What follows belongs to an exercise in optimizing a design on an open flow for small area; a production flow would make more cautious choices.
Function was checked by simulation only, so behaviour that the tests miss may differ from the original.
Power and IR drop assume default switching activity.

==> flow/design.v (excerpt) <==
module tally_block #(
    parameter integer NT = 2,
    parameter integer NP = 4
) (
    input  wire          clk,
    input  wire          rst,
    input  wire          we,
    input  wire          re,
    input  wire [11:0]   addr,
    input  wire [31:0]   wdata,
    output reg  [31:0]   rdata,
    input  wire [7:0]    tb_evt,
    input  wire [31:0]   car_evt,
    input  wire          grid_evt,
    output wire [NP-1:0] tal_pin,
    output wire [NP-1:0] tal_oe,
    output wire [NT-1:0] trig
);
Size: ~5,900 cells after synthesis, roughly 690 flip-flops.
export LEC_CHECK = 0
export ABC_AREA = 1
export CAP_MARGIN = 25
export CORE_MARGIN = 2
export CORE_UTILIZATION = 45
export PLACE_DENSITY = 0.6
export SETUP_SLACK_MARGIN = 0.3
export SLEW_MARGIN = 20
create_clock -name core_clock -period 25.0 [get_ports {clk}]
standard.sh (not shown) runs the stock make flow with config.mk's settings and CLKGATE_MAP_FILE= SYNTH_SCRIPT=/design/flow/synth_recipe.tcl, a recipe that flattens the netlist after the stock synthesis.
==> flow/flow/run.sh <==
#!/bin/bash
# Own layout flow: the standard flow (standard.sh) with four changes.
#  1. Synthesis: ORFS's synth.tcl with only its ABC script replaced by
#     flow/area.script (area-oriented mapping). The Yosys passes before ABC,
#     and so the register names and cells, are the standard synthesis's.
#  2. Global placement stays timing-driven, but does not keep the resizer's
#     buffering from its timing-driven iterations (GPL_KEEP_OVERFLOW=0).
#  3. CTS without dummy loads, with clkbuf_2 / clkbuf_4 and sink clusters of at
#     most 6 flip-flops within 80 um (CTS_ARGS). The tree
#     stays balanced; no register's clock is skewed on purpose.
#  4. Every input and output port still gets its own buffer, a buf_2 in place
#     of the delay buffer ORFS picks (BUFFER_PORTS_ARGS).
# Floorplan, power grid, tap cells, port buffers, repair and routing are the
# standard flow's. Tool output: own_flow_make.log and orfs/logs/.
set -euo pipefail
W=$PWD
# synthesis script: ORFS's synth.tcl with only the ABC script replaced
sed 's|log_cmd abc {\*}$abc_args|log_cmd abc {*}[lreplace $abc_args 1 1 $::env(MY_ABC_SCRIPT)]|' \
    "$FLOW_HOME/scripts/synth.tcl" > "$W/own_synth_core.tcl"
grep -q MY_ABC_SCRIPT "$W/own_synth_core.tcl"
sed "s|source \$::env(SCRIPTS_DIR)/synth.tcl|source $W/own_synth_core.tcl|" \
    "$W/synth_recipe.tcl" > "$W/own_synth.tcl"
grep -q own_synth_core "$W/own_synth.tcl"
sed "s|SYNTH_SCRIPT=[^ ]*|SYNTH_SCRIPT=$W/own_synth.tcl|" "$W/standard.sh" > "$W/own_standard.sh"
grep -q own_synth.tcl "$W/own_standard.sh"
export MY_ABC_SCRIPT="$W/flow/area.script"
export GPL_KEEP_OVERFLOW=0
export BUFFER_PORTS_ARGS="-buffer_cell sky130_fd_sc_hd__buf_2"
export CTS_ARGS="-sink_clustering_enable -repair_clock_nets -sink_clustering_size 6 -sink_clustering_max_diameter 80 -buf_list {sky130_fd_sc_hd__clkbuf_2 sky130_fd_sc_hd__clkbuf_4} -dont_use_dummy_load"
bash "$W/own_standard.sh" finish > "$W/own_flow_make.log" 2>&1
test -f "$W/out/final.def"
==> flow/flow/area.script <==
strash
ifraig
scorr
dc2
strash
&get -n
&st
&syn2
&dch
&nf -R 50
&put
Edit:
--- a/flow/flow/run.sh
+++ b/flow/flow/run.sh
@@ -2 +2 @@
-# Own layout flow: the standard flow (standard.sh) with four changes.
+# Own layout flow: the standard flow (standard.sh) with three changes.
@@ -8,2 +8 @@
-#  3. CTS without dummy loads, with clkbuf_2 / clkbuf_4 and sink clusters of at
-#     most 6 flip-flops within 80 um (CTS_ARGS). The tree
+#  3. CTS without dummy loads, with clkbuf_4 / clkbuf_8 (CTS_ARGS). The tree
@@ -11,2 +9,0 @@
-#  4. Every input and output port still gets its own buffer, a buf_2 in place
-#     of the delay buffer ORFS picks (BUFFER_PORTS_ARGS).
@@ -29 +26 @@
-export CTS_ARGS="-sink_clustering_enable -repair_clock_nets -sink_clustering_size 6 -sink_clustering_max_diameter 80 -buf_list {sky130_fd_sc_hd__clkbuf_2 sky130_fd_sc_hd__clkbuf_4} -dont_use_dummy_load"
+export CTS_ARGS="-sink_clustering_enable -repair_clock_nets -buf_list {sky130_fd_sc_hd__clkbuf_4 sky130_fd_sc_hd__clkbuf_8} -dont_use_dummy_load"
==> flow/flow/area.script (replaced) <==
strash
ifraig
scorr
dc2
strash
&get -n
&st
&syn2
&dch
&nf -R 50
&put
buffer -c
topo
upsize -c
dnsize -c
- CORE_UTILIZATION: 45 -> 40
What happened: The new run produced a clean layout; via count falls by 0.67%; combinational power stays flat; register-to-register slack improved by 0.63 ns; power rises by 11%.
Edit:
--- a/flow/flow/run.sh
+++ b/flow/flow/run.sh
@@ -2 +2 @@
-# Own layout flow: the standard flow (standard.sh) with three changes.
+# Own layout flow: the standard flow (standard.sh) with four changes.
@@ -8 +8,2 @@
-#  3. CTS without dummy loads, with clkbuf_4 / clkbuf_8 (CTS_ARGS). The tree
+#  3. CTS without dummy loads, with clkbuf_2 / clkbuf_4 and sink clusters of at
+#     most 6 flip-flops within 80 um (CTS_ARGS). The tree
@@ -9,0 +11,2 @@
+#  4. Every input and output port still gets its own buffer, a buf_2 in place
+#     of the delay buffer ORFS picks (BUFFER_PORTS_ARGS).
@@ -26 +29 @@
-export CTS_ARGS="-sink_clustering_enable -repair_clock_nets -buf_list {sky130_fd_sc_hd__clkbuf_4 sky130_fd_sc_hd__clkbuf_8} -dont_use_dummy_load"
+export CTS_ARGS="-sink_clustering_enable -repair_clock_nets -sink_clustering_size 6 -sink_clustering_max_diameter 80 -buf_list {sky130_fd_sc_hd__clkbuf_2 sky130_fd_sc_hd__clkbuf_4} -dont_use_dummy_load"
==> flow/flow/area.script (replaced) <==
strash
ifraig
scorr
dc2
strash
&get -n
&st
&syn2
&dch
&nf -R 50
&put
- CAP_MARGIN: 25 -> 20
- SLEW_MARGIN: 20 -> 5
Worst setup slack improves by 0.095 ns.
Power goes down by 8.9%.
Routed wire length rises by 4.2%.
Die area is lower by 5.2%.
Core utilization climbs by 1.9 points.
Cell count is lower by 0.86%.
Worst hold slack barely changes.
Final area shrinks by 1.8%.
Global-route usage is higher by 4.0 points.
Via count rises by 1.0%.
Edit:
- CAP_MARGIN: 20 -> 15
- SLEW_MARGIN: 5 -> 10
=> The changed run completed without violations; cell area falls by 0.86%; via count falls by 1.0%; core utilization falls by 0.40 points; worst hold slack improves by 0.0042 ns; first-iteration DRC count falls by 1.9%; total power falls by 0.41%; area after synthesis stays the same; sequential cell count stays the same; die area does not change.
Edit:
==> flow/flow/area.script (replaced) <==
strash
ifraig
scorr
dc2
strash
&get -n
&st
&syn2
&dch
&nf -R 1000
&put
- CAP_MARGIN: 15 -> 25
- SLEW_MARGIN: 10 -> 20
=> Worst hold slack is worse by 0.010 ns. Power shrinks by 2.9%. Worst setup slack gets worse by 0.0095 ns. Count of clock-buffer cells in the layout rises by 1. First-iteration DRC count is higher by 2.4%.

what the ideal ports hide:
How much do the figures lean on ideal ports? The routed layouts below were timed once more, with nothing changed but the port constraints. Step 1 (the two cells are an assumption about what drives the block):
set clk [get_ports {clk}]
set_driving_cell -lib_cell sky130_fd_sc_hd__clkbuf_16 $clk
set_driving_cell -lib_cell sky130_fd_sc_hd__buf_2 [delete_from_list [all_inputs] $clk]
Step 2 times the ports against the registers' clock, not the clock port: input delays grow and output delays shrink by t, the midpoint of the rising clock arrivals with the driver on. a / b / c = no drivers / after step 1 / after step 2; a / b = the first two.
run | shift t [ns] | setup WS [ns] | hold slack, ns | worst slew at a driven data input, ns | cell pins on the clock port's net
the first run | 1.146 | 0.270 / 0.330 / -0.816 | 0.459 / 0.459 / 0.459 | 0.16 | 1
the second run | 0.935 | 0.319 / 0.364 / -0.572 | 0.466 / 0.466 / 0.466 | 0.19 | 1
the third run | 1.221 | 0.414 / 0.470 / -0.751 | 0.467 / 0.467 / 0.467 | 0.09 | 1
the fourth run | 1.230 | 0.478 / 0.514 / -0.716 | 0.471 / 0.471 / 0.471 | 0.08 | 1
the fifth run | 1.210 | 0.468 / 0.503 / -0.707 | 0.461 / 0.461 / 0.461 | 0.08 | 1
Met with ideal ports but missed after step 2: setup timing in every run listed. The setup slack of the fourth run, which loses most, moves by +0.036 ns with the drivers and by -1.194 ns with both steps.
